Context: an optimization exercise on an open-source flow, tuned for small area and a short achievable clock period. The choices shown serve that exercise and are no tape-out recipe.
Function was checked by simulation only, so behaviour that the tests miss may differ from the original.
Power is estimated from default activity; no workload was simulated.

File: design/flow/design.v
module fmt_cvt (
    input  wire        clk,
    input  wire        rst,         
    input  wire        in_valid,
    input  wire        in_op,       
    input  wire [3:0]  in_src,
    input  wire [3:0]  in_dst,      
    input  wire [31:0] in_a,
    input  wire [7:0]  in_b,        
    output reg         out_valid,
    output reg  [31:0] out_data
);
    reg        v0, f32, bf16, fp16, s32, e4m3, e5m2, i8s, o8u, isfl;
    reg        s_sign, inv_m, inv_s, ext, hidv;
    reg        d_int, d_u32, d_bf, d_h;
    reg        isq;
    reg [31:0] a;           
    wire i_f32  = !in_op && !in_src[3] && !in_src[1] && !in_src[0];
    wire i_bf16 = !in_op && !in_src[3] && in_src[0];
    wire i_fp16 = !in_op && !in_src[3] && in_src[1];
    wire i_s32  = !in_op && in_src[3] && !in_src[0];
    wire i_e4m3 = in_op && !in_src[3] && !in_src[2];
    wire i_e5m2 = in_op && !in_src[3] && in_src[2] && !in_src[0];
    wire i_i8s  = in_op && ((!in_src[3] && in_src[2] && in_src[0]) || (in_src[3] && !in_src[0]));
    wire i_isfl = in_op ? (!in_src[3] && !(in_src[2] && in_src[0])) : !in_src[3];
    wire i_dint = !in_op && in_dst[3];
    wire i_sign = (i_f32 || i_s32) ? in_a[31] : (i_bf16 || i_fp16) ? in_a[15]
                : (i_e4m3 || i_e5m2 || i_i8s) ? in_a[7] : 1'b0;
    wire i_enz  = i_f32 ? |in_a[30:23] : i_bf16 ? |in_a[14:7] : i_fp16 ? |in_a[14:10]
                : i_e4m3 ? |in_a[6:3] : |in_a[6:2];
    always @(posedge clk) begin
        if (rst) v0 <= 1'b0;
        else     v0 <= in_valid;
        f32   <= i_f32;
        bf16  <= i_bf16;
        fp16  <= i_fp16;
        s32   <= i_s32;
        e4m3  <= i_e4m3;
        e5m2  <= i_e5m2;
        i8s   <= i_i8s;
        o8u   <= in_op && in_src[3] && in_src[0];
        isfl  <= i_isfl;
        d_int <= i_dint;
        d_u32 <= !in_op && in_dst[3] && in_dst[0];
        d_bf  <= !in_op && !in_dst[3] && in_dst[0];
        d_h   <= !in_op && !in_dst[3] && in_dst[1];
        isq   <= in_op;
        a     <= {in_op ? in_b : in_a[31:24], in_a[23:0]};
        s_sign <= i_sign;
        inv_m  <= !i_dint && ((i_s32 && in_a[31]) || (i_i8s && in_a[7]));
        inv_s  <= i_dint && !in_dst[0] && i_isfl && i_sign;
        ext    <= i_dint && ((!in_dst[0] && i_isfl && i_sign) || (i_s32 && in_a[31]));
        hidv   <= i_isfl && i_enz;
    end
    wire [7:0] xa = isq ? a[31:24] : 8'd0;    
    reg  [7:0]  E;
    reg  [31:0] mmask;
    reg  [31:0] hid;
    reg  [4:0]  w;
    reg  [7:0]  off;
    reg         emax, mzero;
    always @(*) begin
        E = 8'd0; mmask = 32'hffff_ffff; hid = 32'd0; w = 5'd0; off = 8'd0;
        emax = 1'b0; mzero = 1'b0;
        if (f32) begin
            E = a[30:23]; mmask = 32'h007f_ffff; hid = 32'h0080_0000; w = 5'd23; off = 8'd150;
            emax = &a[30:23]; mzero = ~|a[22:0];
        end else if (bf16) begin
            E = a[14:7]; mmask = 32'h7f; hid = 32'h80; w = 5'd7; off = 8'd134;
            emax = &a[14:7]; mzero = ~|a[6:0];
        end else if (fp16) begin
            E = {3'd0, a[14:10]}; mmask = 32'h3ff; hid = 32'h400; w = 5'd10; off = 8'd25;
            emax = &a[14:10]; mzero = ~|a[9:0];
        end else if (e4m3) begin
            E = {4'd0, a[6:3]}; mmask = 32'h7; hid = 32'h8; w = 5'd3; off = 8'd137;
        end else if (e5m2) begin
            E = {3'd0, a[6:2]}; mmask = 32'h3; hid = 32'h4; w = 5'd2; off = 8'd144;
            emax = &a[6:2]; mzero = ~|a[1:0];
        end else if (i8s) begin
            mmask = 32'hff; off = 8'd133;
        end else if (o8u) begin
            mmask = 32'hff; off = 8'd134;
        end
    end
    wire xnan   = (xa == 8'hff);
    wire s_nan  = xnan || (emax && !mzero) || (e4m3 && (a[6:0] == 7'h7f));
    wire s_inf  = !xnan && emax && mzero;
    wire        inv   = inv_m || inv_s;
    wire [31:0] hidb  = hidv ? hid : 32'd0;
    wire [31:0] sig   = (((a ^ {32{inv}}) & mmask) | hidb) ^ ({32{inv_s}} & ~mmask);
    wire [31:0] tzin  = (a & mmask) | hidb;
    wire [31:0] lv0 = sig;
    wire [15:0] lv1; wire [7:0] lv2; wire [3:0] lv3; wire [1:0] lv4;
    wire [15:0] lp1; wire [15:0] lp2; wire [11:0] lp3; wire [7:0] lp4; wire [4:0] lp5;
    wire [15:0] tv1; wire [7:0] tv2; wire [3:0] tv3; wire [1:0] tv4;
    wire [15:0] tp1; wire [15:0] tp2; wire [11:0] tp3; wire [7:0] tp4; wire [4:0] tp5;
    genvar q;
    generate
        for (q = 0; q < 16; q = q + 1) begin : g_l1
            assign lv1[q] = sig[2*q+1] | sig[2*q];
            assign lp1[q] = sig[2*q+1];
            assign tv1[q] = tzin[2*q+1] | tzin[2*q];
            assign tp1[q] = !tzin[2*q];
        end
        for (q = 0; q < 8; q = q + 1) begin : g_l2
            assign lv2[q] = lv1[2*q+1] | lv1[2*q];
            assign lp2[2*q+1:2*q] = lv1[2*q+1] ? {1'b1, lp1[2*q+1]} : {1'b0, lp1[2*q]};
            assign tv2[q] = tv1[2*q+1] | tv1[2*q];
            assign tp2[2*q+1:2*q] = tv1[2*q] ? {1'b0, tp1[2*q]} : {1'b1, tp1[2*q+1]};
        end
        for (q = 0; q < 4; q = q + 1) begin : g_l3
            assign lv3[q] = lv2[2*q+1] | lv2[2*q];
            assign lp3[3*q+2:3*q] = lv2[2*q+1] ? {1'b1, lp2[4*q+3:4*q+2]} : {1'b0, lp2[4*q+1:4*q]};
            assign tv3[q] = tv2[2*q+1] | tv2[2*q];
            assign tp3[3*q+2:3*q] = tv2[2*q] ? {1'b0, tp2[4*q+1:4*q]} : {1'b1, tp2[4*q+3:4*q+2]};
        end
        for (q = 0; q < 2; q = q + 1) begin : g_l4
            assign lv4[q] = lv3[2*q+1] | lv3[2*q];
            assign lp4[4*q+3:4*q] = lv3[2*q+1] ? {1'b1, lp3[6*q+5:6*q+3]} : {1'b0, lp3[6*q+2:6*q]};
            assign tv4[q] = tv3[2*q+1] | tv3[2*q];
            assign tp4[4*q+3:4*q] = tv3[2*q] ? {1'b0, tp3[6*q+2:6*q]} : {1'b1, tp3[6*q+5:6*q+3]};
        end
    endgenerate
    assign lp5 = lv4[1] ? {1'b1, lp4[7:4]} : {1'b0, lp4[3:0]};
    assign tp5 = tv4[0] ? {1'b0, tp4[3:0]} : {1'b1, tp4[7:4]};
    wire       lzv = lv4[1] | lv4[0];
    wire [5:0] tz  = (tv4[1] | tv4[0]) ? {1'b0, tp5} : 6'd32;
    wire s_zero = !lzv && !inv;
    wire [7:0]  eeff = {E[7:1], E[0] | (isfl && !hidv)};
    wire [5:0]  c1   = d_bf ? 6'd24 : d_h ? 6'd21 : 6'd8;            
    reg [9:0] ku;
    always @(*) begin
        ku = d_int ? 10'd33 : d_bf ? 10'd924 : d_h ? 10'd9 : 10'd908;    
        if (f32) ku = d_int ? 10'd183 : d_bf ? 10'd50 : d_h ? 10'd159 : 10'd34;
        if (bf16) ku = d_int ? 10'd167 : d_bf ? 10'd34 : d_h ? 10'd143 : 10'd18;
        if (fp16) ku = d_int ? 10'd58 : d_bf ? 10'd949 : d_h ? 10'd34 : 10'd933;
        if (e4m3) ku = d_int ? 10'd170 : d_bf ? 10'd37 : d_h ? 10'd146 : 10'd21;
        if (e5m2) ku = d_int ? 10'd177 : d_bf ? 10'd44 : d_h ? 10'd153 : 10'd28;
        if (i8s) ku = d_int ? 10'd166 : d_bf ? 10'd33 : d_h ? 10'd142 : 10'd17;
        if (o8u) ku = d_int ? 10'd167 : d_bf ? 10'd34 : d_h ? 10'd143 : 10'd18;
    end
    wire [9:0]  o1   = {2'b11, ~xa};
    wire [9:0]  o2   = {2'b11, ~eeff};
    wire [9:0]  us_s = o1 ^ o2 ^ ku;
    wire [9:0]  us_c = {(o1[8:0] & o2[8:0]) | (o1[8:0] & ku[8:0]) | (o2[8:0] & ku[8:0]), 1'b0};
    wire [9:0]  us   = us_s + us_c;
    wire [5:0]  un   = lzv ? c1 + {1'b0, lp5} : c1 - 6'd1;
    wire        big  = d_int && (f32 || bf16) && (E >= 8'd159);
    wire        sp_inf = s_inf || big;
    reg        v1, z1, sn1, si1, sg1, iv1, ex1, di1, du1, db1, dh1;
    reg [31:0] sig1;
    reg [9:0]  us1;
    reg [5:0]  un1;
    reg [5:0]  tz1;
    always @(posedge clk) begin
        if (rst) v1 <= 1'b0;
        else     v1 <= v0;
        sig1 <= sig;
        us1  <= us;
        un1  <= un;
        tz1  <= tz;
        z1   <= s_zero || d_int;
        sn1  <= s_nan;
        si1  <= sp_inf;
        sg1  <= s_sign;
        iv1  <= inv;
        ex1  <= ext;
        di1  <= d_int;
        du1  <= d_u32;
        db1  <= d_bf;
        dh1  <= d_h;
    end
    wire        n1  = !z1 && (us1[9] || (!(|us1[8:6]) && (un1 >= us1[5:0])));
    wire [5:0]  usc = us1[9] ? 6'd0 : (|us1[8:6]) ? 6'd63 : us1[5:0];
    wire [5:0]  u   = n1 ? un1 : usc;
    wire [9:0]  E1  = {4'd0, un1} - us1 + 10'd1;
    wire        fovf = n1 && (E1 >= (dh1 ? 10'd31 : 10'd255));
    wire [95:0] Y   = {{32{ex1}}, sig1, {32{iv1}}};
    wire [95:0] Zf  = Y >> u;
    wire [32:0] Z   = Zf[32:0];
    wire [31:0] R   = Z[32:1];
    wire        g   = Z[0];
    wire        kneg = !u[5] || (tz1 > {1'b0, u[4:0]});
    wire        kzer = u[5] && (tz1 == {1'b0, u[4:0]});
    wire        inc = kneg ? iv1 : kzer ? R[0] : g;
    wire        d16 = db1 || dh1;
    wire        spc = sn1 || si1 || fovf || (du1 && sg1);
    reg  [32:0] W;
    always @(*) begin
        if (di1) begin
            if (sn1 || (du1 && sg1))  W = 33'd0;
            else if (si1)             W = du1 ? 33'h0_ffff_ffff : sg1 ? 33'h1_8000_0000 : 33'h0_7fff_ffff;
            else                      W = {ex1, R};
        end else if (sn1) begin
            W = db1 ? 33'h7fc0 : dh1 ? 33'h7e00 : 33'h7fc0_0000;
        end else if (si1 || fovf) begin
            W = db1 ? 33'h7f80 : dh1 ? 33'h7c00 : 33'h7f80_0000;
        end else if (n1) begin
            if (db1)      W = {18'd0, E1[7:0], R[6:0]};
            else if (dh1) W = {18'd0, E1[4:0], R[9:0]};
            else          W = {2'd0, E1[7:0], R[22:0]};
        end else begin
            W = {1'b0, R};
        end
    end
    reg        v2, i2, sg2, di2, du2, d162;
    reg [32:0] w2;
    always @(posedge clk) begin
        if (rst) v2 <= 1'b0;
        else     v2 <= v1;
        w2   <= W;
        i2   <= inc && !spc;
        sg2  <= sg1 && !sn1;
        di2  <= di1;
        du2  <= du1;
        d162 <= d16;
    end
    wire [32:0] cy;
    wire [8:0]  gc;
    assign gc[0] = i2;
    genvar k;
    generate
        for (k = 0; k < 8; k = k + 1) begin : g_grp
            assign gc[k+1] = gc[k] & (&w2[4*k+3:4*k]);
        end
        for (k = 0; k < 33; k = k + 1) begin : g_bit
            if (k % 4 == 0) begin : g_f
                assign cy[k] = gc[k/4];
            end else begin : g_r
                assign cy[k] = gc[k/4] & (&w2[k-1:(k/4)*4]);
            end
        end
    endgenerate
    wire [32:0] X = w2 ^ cy;
    wire        iovf = du2 ? X[32] : (X[32] != X[31]);
    wire        isat = di2 && iovf;
    wire [31:0] result = isat ? (du2 ? 32'hffff_ffff : sg2 ? 32'h8000_0000 : 32'h7fff_ffff)
                              : (X[31:0] | {sg2 && !di2 && !d162, 15'd0, sg2 && d162, 15'd0});
    always @(posedge clk) begin
        if (rst) out_valid <= 1'b0;
        else     out_valid <= v2;
        out_data <= result;
    end
endmodule
File: design/flow/standard.sh
#!/bin/bash
# synth_recipe.tcl (not shown) runs the flow's synth.tcl, then flattens the netlist and writes it again
# the make line also repeats each setting of config.mk as NAME=value (left out here)
make -C /OpenROAD-flow-scripts/flow DESIGN_CONFIG=/design/flow/config.mk WORK_HOME=/design/flow/orfs CLKGATE_MAP_FILE= SYNTH_SCRIPT=/design/flow/synth_recipe.tcl "${@:-finish}"
File: design/flow/flow/area_map.abc
strash
dch
map -a
topo
stime -c
buffer -c
upsize -c
dnsize -c
File: design/flow/constraint.sdc
create_clock -name core_clock -period 18.0 [get_ports {clk}]
set_input_delay 3.6000 -clock core_clock [delete_from_list [all_inputs] [get_ports {clk}]]
set_output_delay 3.6000 -clock core_clock [all_outputs]
set_load 0.01 [all_outputs]
File: design/flow/flow/run.sh
#!/bin/bash
# The standard layout (standard.sh: ORFS synthesis to finish) with three
# changes:
# - synthesis maps the logic with flow/area_map.abc (ABC's area mapper
#   without the delay-driven mapping of ORFS's script); everything else in
#   synthesis, registers included, is ORFS's and the standard flow's script unchanged;
# - repair_timing is asked for setup slack of at least 13.5 ns, so that it
#   sizes and buffers the critical paths;
set -euo pipefail
here=$PWD
sed "s#log_cmd abc {\*}\$abc_args#lset abc_args 1 $here/flow/area_map.abc\n  log_cmd abc {*}\$abc_args#" \
    "$FLOW_HOME/scripts/synth.tcl" > "$here/synth_area_map.tcl"
grep -q "area_map.abc" "$here/synth_area_map.tcl"
sed "s#\$::env(SCRIPTS_DIR)/synth.tcl#$here/synth_area_map.tcl#" synth_recipe.tcl > "$here/synth_recipe_area_map.tcl"
grep -q "synth_area_map.tcl" "$here/synth_recipe_area_map.tcl"
bash standard.sh SYNTH_SCRIPT="$here/synth_recipe_area_map.tcl" SETUP_SLACK_MARGIN=13.5 \
    BUFFER_PORTS_ARGS="-buffer_cell sky130_fd_sc_hd__buf_1" finish > standard.log 2>&1
File: design/flow/config.mk
export PLATFORM = sky130hd
export DESIGN_NAME = fmt_cvt
export DESIGN_NICKNAME = fmt_cvt
export VERILOG_FILES = /design/flow/design.v
export SDC_FILE = /design/flow/constraint.sdc
export NUM_CORES = 4
export LEC_CHECK = 0
export ABC_AREA = 1
export CAP_MARGIN = 20
export CORE_MARGIN = 2
export CORE_UTILIZATION = 40
export CTS_BUF_LIST = sky130_fd_sc_hd__clkbuf_8 sky130_fd_sc_hd__clkbuf_16
export SLEW_MARGIN = 20
==> metrics.md, run 1 <==
| Metric | Value |
|---|---|
| Syn Inst Count | `1688` |
| Worst path buffer plus inverter count | `1` |
| Met2 wire length | `17100 µm` |
| Routed length on met3 | `1430 µm` |
| Net switching fraction of the power | `0.509` |
| CTS sink cnt | `188` |
| Placed Instances | `2097` |
| Top delay family on crit path | `flip-flops` |
| Fin nets | `1874` |
| Sequential area share after synthesis | `0.327` |
| CTS buffer count | `17` |
| Combinational fraction of design power | `0.644` |
| Hpwl dp | `~27000 µm` |
| Global router's overall resource usage | `0.233` |
| IO Pins | `85` |
| Endpoints failing hold | `0` |
| Wire per inst | `16.7 µm` |
| First-pass GRT wire length | `55800 µm` |
| Pins Over Slew Limit | `0` |
| Class of the worst hold path | `flip-flop to flip-flop` |
| Max_cap viols | `0` |
| Async SR Flop Fraction | `0` |
| Chip height | `174 µm` |
| Syn avg cell area | `6.83 µm²` |
| Maximum clock path buffer count | `2` |
| Starting Density | `0.404` |
| Top-count cell post-synth | `nand2_1` |
| Vias in the first global route | `10960` |
| Setup-failing EPs final | `0` |
| Minimum clock period after layout | `roughly 4.5 ns` |
| Clock latency (worst-skew pair) | `0.45 ns` |
| Internal Power | `between 1 and 1.5 mW` |
| Peak VDD IR | `0.0000938 V` |
| Fmax | `0.223 GHz` |
| RSZ-0062 raised after global routing | `true` |
| GPL Wtd Cong | `0.911` |
| Switching Power | `1.40 mW` |
| Distinct cell type count after synthesis | `58` |
| Die width | `roughly 170 µm` |
| Fillers | `3030` |
| Critical Path, Cell by Cell | `buf_6` |
| Top sig layer | `met4` |
| Total gr overflow | `0` |
| Post-Route Utilization | `0.472` |
| Starting DRT DRC Count | `824` |
| Clk slew on worst S/H paths | `0.08 ns` |
| Syn-to-layout area delta | `17.1%` |
| Number of synthesized flops with an enable pin | `0` |
| Finished Layout Cells | `2162` |
| Flop pwr share | `0.214` |
| Worst-Margin Slew | `a little over 0.7 ns` |
| Final Cycle Share | `0.250` |
| Area contributors post-synth | `dfxtp_1 (33%), nand2_1 (10%), o21ai_0 (8.5%)` |
| Vias | `about 12000` |
| Synth top area share | `0.327` |
| Antenna Nets Post-Route | `0` |
| Leakage power | `6.02 nW` |
| Clock Tree Root | `clkbuf_16` |
| CP max stage delay | `0.33 ns` |
| Ys Warns | `1` |
| Pwr per Cell Area | `204 mW/mm²` |
| Largest net degree at the start of global routing | `69` |
| Post-DR vias/cell | `approximately 5.4` |
| CP endpoint kind | `primary output` |
| CP required | `14.40 ns` |
| Total wire length | `36000 µm` |
| Startpoint Class | `flip-flop` |
| H-tree lvl count | `4` |
| Drt drc | `0` |
| Critical path arrival | `between 0.8 and 0.9 ns` |
| ANT cells | `0` |
| Commonest cells post-synth | `nand2_1 (311), inv_1 (217), o21ai_0 (196)` |
| Setup TNS | `0 ns` |
| Clock Skews | `0.0125 ns` |
| Initial antenna violation count | `0` |
| Synth Register Bits | `188` |
| Clk pwr share | `0.142` |
| Port bufs | `83` |
| Cell Area, Synth | `0.0115 mm²` |
| Die area | `0.0302 mm²` |
| CP max FO | `1` |
| Row Count | `62` |
| WS Path Type | `flip-flop to primary output` |
| Wl on met1 | `15700 µm` |
| Status | `no timing/DRC/antenna violations` |
| Core ar. | `0.0285 mm²` |
| DRT Pass-1 Iters | `6` |
| Power, Total | `roughly 2.8 mW` |
| CTS tree | `done` |
| Share of layout cells above drive strength 1 | `0.121` |
| Slowest-stage cell, CP | `dfxtp_2` |
| Rel. slew slack | `0.517` |
| Dominant synthesized flop cell | `dfxtp_1` |
| Post-synth net total | `1797` |
| Synth area leader | `dfxtp_1` |
power groups by stage:
stage,Sequential (mW),Clock [mW],Combinational [mW]
2_1_floorplan,0.595,0,1.10
3_3_place_gp,0.592,0,1.52
3_5_place_dp,0.594,0,1.53
4_1_cts,0.585,0.400,1.60
5_1_grt,0.602,0.417,1.97
6_report,0.590,0.392,1.77
per-layer routing:
metal | up-vias | global-route usage
li1 | 5822 | -
met1 | 5364 | 0.281
met2 | 389 | 0.403
met3 | 107 | 0.0325
met4 | 0 | 0.119
met5 | - | 0
cell families (layout without fill, tap and decap cells):
logic type | Yosys count | after routing | share of synthesized area
xor gates and xnor gates | 44 | 44 | 0.0334
buffers and inverters | 290 | 379 | 0.0972
DFF | 188 | 188 | 0.327
AOI/OAI and AO/OA | 509 | 510 | 0.255
and+or+nand+nor | 597 | 597 | 0.216
muxes | 3 | 3 | 0.00261
adders and majority gates | 57 | 57 | 0.0691
registers in the layout, indices dropped and copies added, names as in the netlist, 6 cells and up:
| name | count |
|---|---|
| a | 32 |
| un1 | 6 |
| tz1 | 6 |
| out_data | 32 |
| us1 | 10 |
| w2 | 33 |
| sig1 | 32 |
cell usage in the layout (no fill, tap or decap), types with 7 or more instances in the layout:
master,n
a21oi_1,140
a21oi_2,9
a22oi_1,10
a31oi_1,17
buf_1,48
buf_2,21
buf_4,28
buf_6,13
clkbuf_16,19
clkinvlp_4,7
dfxtp_1,176
dfxtp_2,12
fa_1,11
ha_1,46
inv_1,209
nand2_1,309
nand3_1,45
nand3_2,7
nand4_1,8
nor2_1,167
nor2_2,9
nor2_4,12
nor3_1,21
o211ai_1,11
o21ai_0,167
o21ai_1,51
o21ai_2,7
o221ai_1,16
o22ai_1,8
o31ai_1,16
xnor2_1,17
xor2_1,26
per-stage QoR:
stage	hold slack (ns)	instance area, µm²	worst slack, ns
6_report	0.332	13500	13.51
5_1_grt	0.339	13500	13.45
4_1_cts	0.333	13000	13.46
3_5_place_dp	0.313	12100	11.64
3_3_place_gp	0.314	12100	11.69
2_1_floorplan	0.310	11500	13.50
final timing paths:
check | start | end | slack (ns) | cells after the start
max reg2reg | us1[0]$_DFF_P_ | i2$_DFF_P_ | 13.73 | 26
min | ext$_DFF_P_ | ex1$_DFF_P_ | 0.33 | 0
max | out_data[17]$_DFF_P_ | out_data[17] | 13.51 | 1
min reg2reg | ext$_DFF_P_ | ex1$_DFF_P_ | 0.33 | 0
what timing repair did:
item                       CTS  global route
resized for setup           74            94
hold buffers                 0             0
gates cloned                 3             5
pin swaps                    1             6
setup endpoints to repair   71            90
buffers inserted             5            20
area by class of cell:
class,count,area [µm²],share of cell area
well taps,384,480,0.0356
repair buffers,120,813,0.0603
multi-input cells,1211,6900,0.512
clock inverters,15,190,0.0141
inverters,222,870,0.0645
repair inverters,5,27.5,0.00204
clock buffers,17,425,0.0315
flip-flops and latches,188,3780,0.280
==> inputs of run 2 (changes only) <==
--- a/design/flow/config.mk
+++ b/design/flow/config.mk
@@ -11,3 +11,2 @@
 export CORE_UTILIZATION = 40
-export CTS_BUF_LIST = sky130_fd_sc_hd__clkbuf_8 sky130_fd_sc_hd__clkbuf_16
 export SLEW_MARGIN = 20
==> metrics.md, run 2 <==
| Metric | Value |
|---|---|
| Status | `no timing/DRC/antenna violations` |
| Commonest non-fill, non-tap cells in the layout | `nand2_1 (309), inv_1 (209), dfxtp_1 (176)` |
| First-pass GRT wire length | `55800 µm` |
| Hpwl dp | `between 20000 and 30000 µm` |
| Class of the worst hold path | `flip-flop to flip-flop` |
| Power, Total | `2.76 mW` |
| Final WS setup | `about 14 ns` |
| Endpoints failing hold | `0` |
| GPL Wtd Cong | `0.911` |
| Max reg flops | `33` |
| Syn avg cell area | `6.83 µm²` |
| Number of synthesized flops with an enable pin | `0` |
| Clk slew on worst S/H paths | `around 0.08 ns` |
| Pwr per Cell Area | `about 200 mW/mm²` |
| Hold Path End | `ex1$_DFF_P_` |
| Clock latency (worst-skew pair) | `approximately 0.45 ns` |
| Synth area leader | `dfxtp_1` |
| Core ar. | `between 0.02 and 0.03 mm²` |
| Port bufs | `just over 80` |
| Max_cap viols | `0` |
| H-tree lvl count | `4` |
| Vias | `11682` |
| CP endpoint kind | `primary output` |
| Post-placement cell area | `~0.012 mm²` |
| Maximum clock path buffer count | `2` |
| Top-count cell post-synth | `nand2_1` |
| Syn-to-layout area delta | `17.1%` |
| Setup TNS | `0 ns` |
| FF-to-FF End | `i2$_DFF_P_` |
| Top delay family on crit path | `flip-flops` |
| Critical path arrival | `0.89 ns` |
| Post-synth net total | `1797` |
| Crit path launch | `out_data[17]$_DFF_P_` |
| Commonest cells post-synth | `nand2_1 (311), inv_1 (217), o21ai_0 (196)` |
| Final Cycle Share | `0.250` |
| Vias in the first global route | `10960` |
| Die width | `174 µm` |
| Total gr overflow | `0` |
| Area contributors post-synth | `dfxtp_1 (33%), nand2_1 (10%), o21ai_0 (8.5%)` |
| Min-Delay Path Depth | `0` |
| Clock Skews | `0.0125 ns` |
| Initial antenna violation count | `0` |
| CTS sink cnt | `188` |
| Dominant synthesized flop cell | `dfxtp_1` |
| Startpoint Class | `flip-flop` |
| Synth top area share | `0.327` |
| Peak VDD IR | `0.0000938 V` |
| ANT cells | `0` |
| Worst-Margin Slew | `slightly above 0.7 ns` |
| Distinct cell type count after synthesis | `58` |
| Dpl ws | `roughly 12 ns` |
| Fin nets | `1874` |
| Leading cell type in the layout, fill and taps excluded | `nand2_1` |
| Fmax | `~0.22 GHz` |
| DRT Pass-1 Iters | `6` |
| Reg2reg start | `us1[0]$_DFF_P_` |
| Hold_buf cts | `0` |
| CP max stage delay | `0.33 ns` |
| Largest net degree at the start of global routing | `between 60 and 70` |
| Hold WS | `0.332 ns` |
| Setup-failing EPs final | `0` |
| Post-DR vias/cell | `5.40` |
| Row Count | `62` |
| Starting Density | `0.404` |
| Global router's overall resource usage | `0.233` |
| Worst path buffer plus inverter count | `1` |
| Chip height | `~170 µm` |
| Leakage power | `6.02 nW` |
| Ys Warns | `1` |
| Rel. slew slack | `0.517` |
| Placed Instances | `2097` |
| Drt drc | `0` |
| Wire per inst | `between 15 and 20 µm` |
| R2r worst-path depth | `26` |
| Critical path depth | `1` |
| WS Path Type | `flip-flop to primary output` |
| Cell Area, Synth | `0.0115 mm²` |
| Post-Route Utilization | `0.472` |
| Fin area | `0.0135 mm²` |
| Die area | `0.0302 mm²` |
| R2R Setup Slk | `~14 ns` |
| Antenna Nets Post-Route | `0` |
| IO Pins | `85` |
| Syn Inst Count | `1688` |
| CP required | `14.40 ns` |
| Starting DRT DRC Count | `824` |
| CTS tree | `done` |
| Minimum clock period after layout | `4.49 ns` |
| CP max FO | `1` |
| RSZ-0062 raised after global routing | `true` |
| Sequential area share after synthesis | `0.327` |
| Share of layout cells above drive strength 1 | `0.121` |
| Slowest-stage cell, CP | `dfxtp_2` |
| Pins Over Slew Limit | `0` |
| Finished Layout Cells | `2162` |
| Critical Path, Cell by Cell | `buf_6` |
| Fillers | `between 3000 and 4000` |
| Total wire length | `36000 µm` |
| Async SR Flop Fraction | `0` |
| Hold path startpoint | `ext$_DFF_P_` |
| Clock Tree Root | `clkbuf_16` |
| Largest Register | `w2` |
| CTS buffer count | `17` |
| Synth Register Bits | `about 190` |
[run 2: cell counts after synthesis]
No cell type changed its count.
[run 2: area by class of cell]
type / instances / area [µm²] / share of cell area
multi-input cells: 1211 / 6900 / 0.512
flip-flops and latches: 188 / 3780 / 0.280
inverters: 222 / 870 / 0.0645
repair buffers: 120 / 813 / 0.0603
well taps: 384 / 480 / 0.0356
clock buffers: 17 / 425 / 0.0315
clock inverters: 15 / 190 / 0.0141
repair inverters: 5 / 27.5 / 0.00204
[run 2: worst max-delay path by stage]
stage          slack [ns]             end
2_1_floorplan       13.50     ext$_DFF_P_
3_3_place_gp        11.69  w2[26]$_DFF_P_
3_5_place_dp        11.64      i2$_DFF_P_
4_1_cts             13.46    hidv$_DFF_P_
5_1_grt             13.45    hidv$_DFF_P_
6_report            13.51    out_data[17]
[run 2: cell families (layout without fill, tap and decap cells)]
kind of cell	Yosys count	count (layout)	synth area share
buffers and inverters	290	379	0.0972
AO/OA/AOI/OAI	509	510	0.255
adder cells (fa/ha/maj)	57	57	0.0691
flip-flops	188	188	0.327
multiplexers	3	3	0.00261
XOR/XNOR	44	44	0.0334
AND/OR/NAND/NOR	597	597	0.216
[run 2: timing repair]
action                     4_1_cts  5_1_grt
pin swaps                        1        6
cloned                           3        5
resized for setup               74       94
setup buffers                    5       20
setup endpoints to repair       71       90
[run 2: routing by layer]
metal,track usage,vias up,share of wire
li1,-,5822,-
met1,0.281,5364,0.44
met2,0.403,389,0.48
met3,0.0325,107,0.040
met4,0.119,0,0.047
met5,0,-,0
[run 2: report_power, final]
part / switching (mW) / leakage [nW] / total (mW) / internal (mW)
combinational: 1.15 / 4.15 / 1.77 / 0.623
sequential: 0.0621 / 1.57 / 0.590 / 0.527
clock: 0.191 / 0.299 / 0.392 / 0.201
==> inputs of run 3 (changes only) <==
--- a/design/flow/config.mk
+++ b/design/flow/config.mk
@@ -11,2 +11,3 @@
 export CORE_UTILIZATION = 40
+export CTS_BUF_LIST = sky130_fd_sc_hd__clkbuf_8
 export SLEW_MARGIN = 20
==> metrics.md, run 3 <==
| Metric | Value |
|---|---|
| Max reg flops | `33` |
| R2R Setup Slk | `13.77 ns` |
| Top-count cell post-synth | `nand2_1` |
| Hold path startpoint | `d_u32$_DFF_P_` |
| Sequential area share after synthesis | `0.327` |
| Synth Register Bits | `around 190` |
| Total wire length | `36000 µm` |
| Worst-Margin Slew | `0.705 ns` |
| Slowest-stage cell, CP | `dfxtp_2` |
| Ys Warns | `1` |
| Post-synthesis adder-cell area fraction | `0.0691` |
| Worst path buffer plus inverter count | `1` |
| Commonest cells post-synth | `nand2_1 (311), inv_1 (217), o21ai_0 (196)` |
| Class of the worst hold path | `flip-flop to flip-flop` |
| Chip height | `174 µm` |
| Top delay family on crit path | `flip-flops` |
| Rel. slew slack | `0.529` |
| Share of layout cells above drive strength 1 | `0.114` |
| DRT Pass-1 Iters | `5` |
| Mux cell area share after synthesis | `0.00261` |
| GPL Wtd Cong | `0.911` |
| Placed Instances | `2097` |
| FF-to-FF End | `w2[14]$_DFF_P_` |
| Grt met3 use | `0.0311` |
| WS Path Type | `flip-flop to primary output` |
| Largest Register | `w2` |
| Vias | `11611` |
| Area contributors post-synth | `dfxtp_1 (33%), nand2_1 (10%), o21ai_0 (8.5%)` |
| Initial antenna violation count | `0` |
| Peak VDD IR | `approximately 0.0001 V` |
| Core ar. | `approximately 0.029 mm²` |
| RSZ-0062 raised after global routing | `true` |
| R2r worst-path depth | `25` |
| Total gr overflow | `0` |
| Dominant synthesized flop cell | `dfxtp_1` |
| Clk slew on worst S/H paths | `0.12 ns` |
| Clock Skews | `0.0232 ns` |
| Fmax | `0.220 GHz` |
| Min-Delay Path Depth | `0` |
| Starting DRT DRC Count | `roughly 840` |
| Reg2reg start | `us1[0]$_DFF_P_` |
| Sequential Area | `0.00378 mm²` |
| Distinct cell type count after synthesis | `58` |
| Wire per inst | `about 17 µm` |
| Hold WS | `0.342 ns` |
| Finished Layout Cells | `2157` |
| Pwr per Cell Area | `between 150 and 200 mW/mm²` |
| Commonest non-fill, non-tap cells in the layout | `nand2_1 (309), inv_1 (211), dfxtp_1 (175)` |
| Critical path arrival | `0.95 ns` |
| Largest net degree at the start of global routing | `69` |
| CTS tree | `done` |
| Synth top area share | `0.327` |
| Die area | `0.0302 mm²` |
| First-pass GRT wire length | `55600 µm` |
| Global router's overall resource usage | `0.232` |
| CP max FO | `1` |
| IO Pins | `85` |
| Syn Inst Count | `1688` |
| Drt drc | `0` |
| Max_cap viols | `0` |
| Antenna Nets Post-Route | `0` |
| Dpl ws | `around 12 ns` |
| CTS sink cnt | `approximately 190` |
| Met2 Usage GRT | `0.402` |
| Hpwl dp | `27000 µm` |
| Row Count | `between 60 and 70` |
| Setup-failing EPs final | `0` |
| Leading cell type in the layout, fill and taps excluded | `nand2_1` |
| Combinational family with the most area after synthesis | `compound AO/OA/AOI/OAI gates` |
| CTS buffer count | `17` |
| Cell Area, Synth | `0.0115 mm²` |
| Vias in the first global route | `10882` |
| Pins Over Slew Limit | `0` |
| Fillers | `3075` |
| Minimum clock period after layout | `4.55 ns` |
| Syn avg cell area | `6.83 µm²` |
| Final Cycle Share | `0.253` |
| Fin nets | `1869` |
| Critical Path, Cell by Cell | `buf_6` |
| Global route hottest layer | `met2` |
| Hold Path End | `du1$_DFF_P_` |
| Post-DR vias/cell | `5.38` |
| Leakage power | `5.91 nW` |
| Async SR Flop Fraction | `0` |
| Syn-to-layout area delta | `14.8%` |
| CP max stage delay | `0.34 ns` |
| Clock latency (worst-skew pair) | `approximately 0.50 ns` |
| Clock Tree Root | `clkbuf_8` |
| CP required | `approximately 14 ns` |
| Synth Area in Compound Gates | `0.255` |
| Synth Area in XOR/XNOR | `0.0334` |
| Status | `no timing/DRC/antenna violations` |
| Maximum clock path buffer count | `2` |
| Simple-Gate Fraction of Synth Area | `0.216` |
| Endpoints failing hold | `0` |
| Startpoint Class | `flip-flop` |
| Final WS setup | `13.45 ns` |
| Synth area leader | `dfxtp_1` |
| Number of synthesized flops with an enable pin | `0` |
| Starting Density | `0.404` |
| Post-synth net total | `~1800` |
| ANT cells | `0` |
| Setup TNS | `0 ns` |
| Die width | `174 µm` |
| CP endpoint kind | `primary output` |
| H-tree lvl count | `4` |
| Area of the multi-input gates | `0.00687 mm²` |
| GR Util met1 | `0.282` |
| Port bufs | `83` |
-- run 3: cell counts after synthesis --
No cell type changed its count.
-- run 3: logic make-up after synthesis --
kind of cell               Yosys count
buffers and inverters              290
adders and majority gates           57
DFF                                188
and+or+nand+nor                    597
muxes                                3
xor gates and xnor gates            44
AOI/OAI and AO/OA                  509
-- run 3: cell type report --
| cell class | count | area share |
|---|---|---|
| tap | 384 | 0.0363 |
| clock buffer | 17 | 0.0177 |
| clock inverter | 15 | 0.0144 |
| multi-input combinational | 1211 | 0.520 |
| sequential | 188 | 0.286 |
| inverter | 222 | 0.0655 |
| timing repair inverter | 5 | 0.00208 |
| timing repair buffer | 115 | 0.0585 |
-- run 3: worst max-delay path by stage --
stage,end,cells past startpoint,slack (ns),start
2_1_floorplan,ext$_DFF_P_,7,13.50,in_op
3_3_place_gp,w2[26]$_DFF_P_,19,11.69,us1[0]$_DFF_P_
3_5_place_dp,i2$_DFF_P_,23,11.64,us1[0]$_DFF_P_
4_1_cts,out_data[17],1,13.41,out_data[17]$_DFF_P_
5_1_grt,hidv$_DFF_P_,6,13.40,in_op
6_report,out_data[17],1,13.45,out_data[17]$_DFF_P_
-- run 3: power by group --
group	switching, mW	internal (mW)	total (mW)	leakage (nW)
combinational	1.14	0.611	1.76	4.12
clock	0.179	0.120	0.299	0.212
sequential	0.0619	0.527	0.589	1.57
total	1.39	1.26	2.64	5.91
-- run 3: per-layer routing --
layer / routed length [µm] / vias up / share of wire
met2: 17400 / 371 / 0.48
met3: 1530 / 86 / 0.043
met5: 0 / - / 0
met1: 15600 / 5345 / 0.43
met4: 1490 / 0 / 0.041
li1: - / 5809 / -
-- run 3: stage by stage --
stage / total power, mW / utilization / instance area (µm²)
global route: 2.88 / 0.463 / 13200
finish: 2.64 / 0.463 / 13200
floorplan: 1.70 / - / 11500
CTS: 2.49 / 0.448 / 12800
global placement: 2.11 / 0.425 / 12100
detailed placement: 2.12 / 0.425 / 12100
-- run 3: what timing repair did --
item                                   4_1_cts  5_1_grt
resized for setup                           72       85
setup buffers                                6       13
pin swaps                                    1        7
hold buffers                                 0        0
gates cloned                                 3        6
endpoints found under the hold margin        0        0
setup endpoints to repair                   71      101
==> inputs of run 4 (changes only) <==
--- a/design/flow/config.mk
+++ b/design/flow/config.mk
@@ -8,6 +8,5 @@
 export ABC_AREA = 1
-export CAP_MARGIN = 20
+export CAP_MARGIN = 5
 export CORE_MARGIN = 2
 export CORE_UTILIZATION = 40
-export CTS_BUF_LIST = sky130_fd_sc_hd__clkbuf_8
-export SLEW_MARGIN = 20
+export SLEW_MARGIN = 5
==> metrics.md, run 4 <==
| Metric | Value |
|---|---|
| Fin area | `0.0135 mm²` |
| Placed Instances | `between 2000 and 2500` |
| Antenna Nets Post-Route | `0` |
| Die width | `174 µm` |
| Hold path startpoint | `ext$_DFF_P_` |
| ANT cells | `0` |
| CTS buffer count | `17` |
| Pins Over Slew Limit | `0` |
| Finished Layout Cells | `roughly 2200` |
| Hpwl dp | `~27000 µm` |
| Clk slew on worst S/H paths | `0.08 ns` |
| Ys Warns | `1` |
| Synth Register Bits | `~190` |
| Vias | `11682` |
| Worst-Margin Slew | `0.716 ns` |
| CP max FO | `1` |
| Commonest non-fill, non-tap cells in the layout | `nand2_1 (309), inv_1 (209), dfxtp_1 (176)` |
| RSZ-0062 raised after global routing | `true` |
| Die area | `0.0302 mm²` |
| Wire per inst | `~17 µm` |
| Setup-failing EPs final | `0` |
| Leading cell type in the layout, fill and taps excluded | `nand2_1` |
| Max reg flops | `33` |
| Chip height | `174 µm` |
| Share of layout cells above drive strength 1 | `0.121` |
| Initial antenna violation count | `0` |
| Top delay family on crit path | `flip-flops` |
| Largest net degree at the start of global routing | `69` |
| First-pass GRT wire length | `55800 µm` |
| IO Pins | `85` |
| Row Count | `62` |
| Syn Inst Count | `about 1700` |
| Async SR Flop Fraction | `0` |
| Starting DRT DRC Count | `824` |
| Endpoints failing hold | `0` |
| Sequential area share after synthesis | `0.327` |
| Setup TNS | `0 ns` |
| Reg2reg start | `us1[0]$_DFF_P_` |
| Cell Area, Synth | `0.0115 mm²` |
| Syn avg cell area | `6.83 µm²` |
| Starting Density | `0.404` |
| FF-to-FF End | `i2$_DFF_P_` |
| Rel. slew slack | `0.517` |
| Startpoint Class | `flip-flop` |
| Critical path depth | `1` |
| Total gr overflow | `0` |
| WS Path Type | `flip-flop to primary output` |
| Routed length on met3 | `between 1000 and 1500 µm` |
| Pwr per Cell Area | `204 mW/mm²` |
| Commonest cells post-synth | `nand2_1 (311), inv_1 (217), o21ai_0 (196)` |
| Drt drc | `0` |
| H-tree lvl count | `4` |
| Hold Path End | `ex1$_DFF_P_` |
| Clock latency (worst-skew pair) | `about 0.45 ns` |
| Max_cap viols | `0` |
| Post-synth net total | `1797` |
| Top-count cell post-synth | `nand2_1` |
| Fmax | `about 0.22 GHz` |
| Port bufs | `83` |
| Post-Route Utilization | `0.472` |
| DRT Pass-1 Iters | `6` |
| CP max stage delay | `0.33 ns` |
| Final Cycle Share | `0.250` |
| Wl on met1 | `approximately 16000 µm` |
| Number of synthesized flops with an enable pin | `0` |
| Dominant synthesized flop cell | `dfxtp_1` |
| Fin nets | `1874` |
| Final WS setup | `roughly 14 ns` |
| Synth area leader | `dfxtp_1` |
| Clock Tree Root | `clkbuf_16` |
| Peak VDD IR | `0.0000938 V` |
| Maximum clock path buffer count | `2` |
| Minimum clock period after layout | `roughly 4.5 ns` |
| Worst path buffer plus inverter count | `1` |
| Critical Path, Cell by Cell | `buf_6` |
| Area contributors post-synth | `dfxtp_1 (33%), nand2_1 (10%), o21ai_0 (8.5%)` |
| Synth top area share | `0.327` |
| Class of the worst hold path | `flip-flop to flip-flop` |
| CTS tree | `done` |
| GPL Wtd Cong | `a little over 0.9` |
| CP required | `14.40 ns` |
| Largest Register | `w2` |
| Critical path arrival | `0.89 ns` |
| Syn-to-layout area delta | `17.1%` |
| Status | `no timing/DRC/antenna violations` |
| Total wire length | `~36000 µm` |
| Clock Skews | `0.0125 ns` |
| Top sig layer | `met4` |
| Post-DR vias/cell | `between 5 and 6` |
| Slowest-stage cell, CP | `dfxtp_2` |
| Met2 wire length | `17100 µm` |
| Distinct cell type count after synthesis | `58` |
| R2r worst-path depth | `26` |
| Leakage power | `6.02 nW` |
| Dpl ws | `11.64 ns` |
| Global router's overall resource usage | `0.233` |
| R2R Setup Slk | `around 14 ns` |
| CP endpoint kind | `primary output` |
| Core ar. | `0.0285 mm²` |
| CTS sink cnt | `188` |
| Vias in the first global route | `10960` |
| Post-placement cell area | `0.0121 mm²` |
| Min-Delay Path Depth | `0` |
run 4: cells by family after synthesis:
group	count (synthesis)	synth area share
AOI/OAI and AO/OA	509	0.255
buffers and inverters	290	0.0972
DFF	188	0.327
muxes	3	0.00261
and+or+nand+nor	597	0.216
xor gates and xnor gates	44	0.0334
adders and majority gates	57	0.0691
run 4: report_power, final:
part	total [mW]	internal (mW)	switching, mW
clock network	0.392	0.201	0.191
registers	0.590	0.527	0.0621
logic	1.77	0.623	1.15
run 4: worst max path at each step:
stage / slack (ns) / startpoint / endpoint
after global routing: 13.45 / in_op / hidv$_DFF_P_
after CTS: 13.46 / in_op / hidv$_DFF_P_
after floorplan: 13.50 / in_op / ext$_DFF_P_
after global placement: 11.69 / us1[0]$_DFF_P_ / w2[26]$_DFF_P_
after detailed placement: 11.64 / us1[0]$_DFF_P_ / i2$_DFF_P_
final: 13.51 / out_data[17]$_DFF_P_ / out_data[17]
run 4: layout make-up:
class                   count  area [µm²]
clock buffers              17         425
clock inverters            15         190
fillers                  3030       15100
inverters                 222         870
multi-input cells        1211        6900
flip-flops and latches    188        3780
well taps                 384         480
repair buffers            120         813
repair inverters            5        27.5
run 4: per-stage QoR:
stage	power (mW)	hold slack (ns)
after floorplan	1.70	0.310
after global placement	2.11	0.314
after detailed placement	2.12	0.313
after CTS	2.58	0.333
after global routing	2.99	0.339
final	2.76	0.332
run 4: layer usage:
metal  track usage  up-vias
met5             0        -
met4         0.119        0
met3        0.0325      107
met2         0.403      389
met1         0.281     5364
li1              -     5822
run 4: what timing repair did:
action,CTS,global route
pin swaps,1,6
setup endpoints to repair,71,97
hold buffers,0,0
setup buffers,5,20
gates cloned,3,5
resized for setup,74,95

-- what the ideal ports hide --
The flow's constraints put no driver on any port. The routed layouts listed below were extracted and timed again, unchanged, in two steps. Step 1 sets driving cells, clkbuf_16 on the clock port and buf_2 on the other inputs (assumed; they add their load-dependent delay and slew). Step 2 also shifts input and output timing later by t, the mid clock arrival at the registers, as if the neighbouring blocks saw the same clock. Three values: no drivers, after step 1, after step 2; two values: the first two.
run | t (ns) | setup WS [ns] | worst data-port slew with drivers (ns) | cell pins on the clock port's net
run 1 | 0.493 | 13.508 / 13.459 / 13.156 | 0.03 | 1
run 2 | 0.493 | 13.508 / 13.459 / 13.156 | 0.03 | 1
run 3 | 0.533 | 13.450 / 13.406 / 13.069 | 0.03 | 1
run 4 | 0.493 | 13.508 / 13.459 / 13.156 | 0.03 | 1
After both steps setup and hold are still met in every run listed. The setup slack of run 3, which loses most, moves by -0.044 ns with the drivers and by -0.381 ns with both steps.
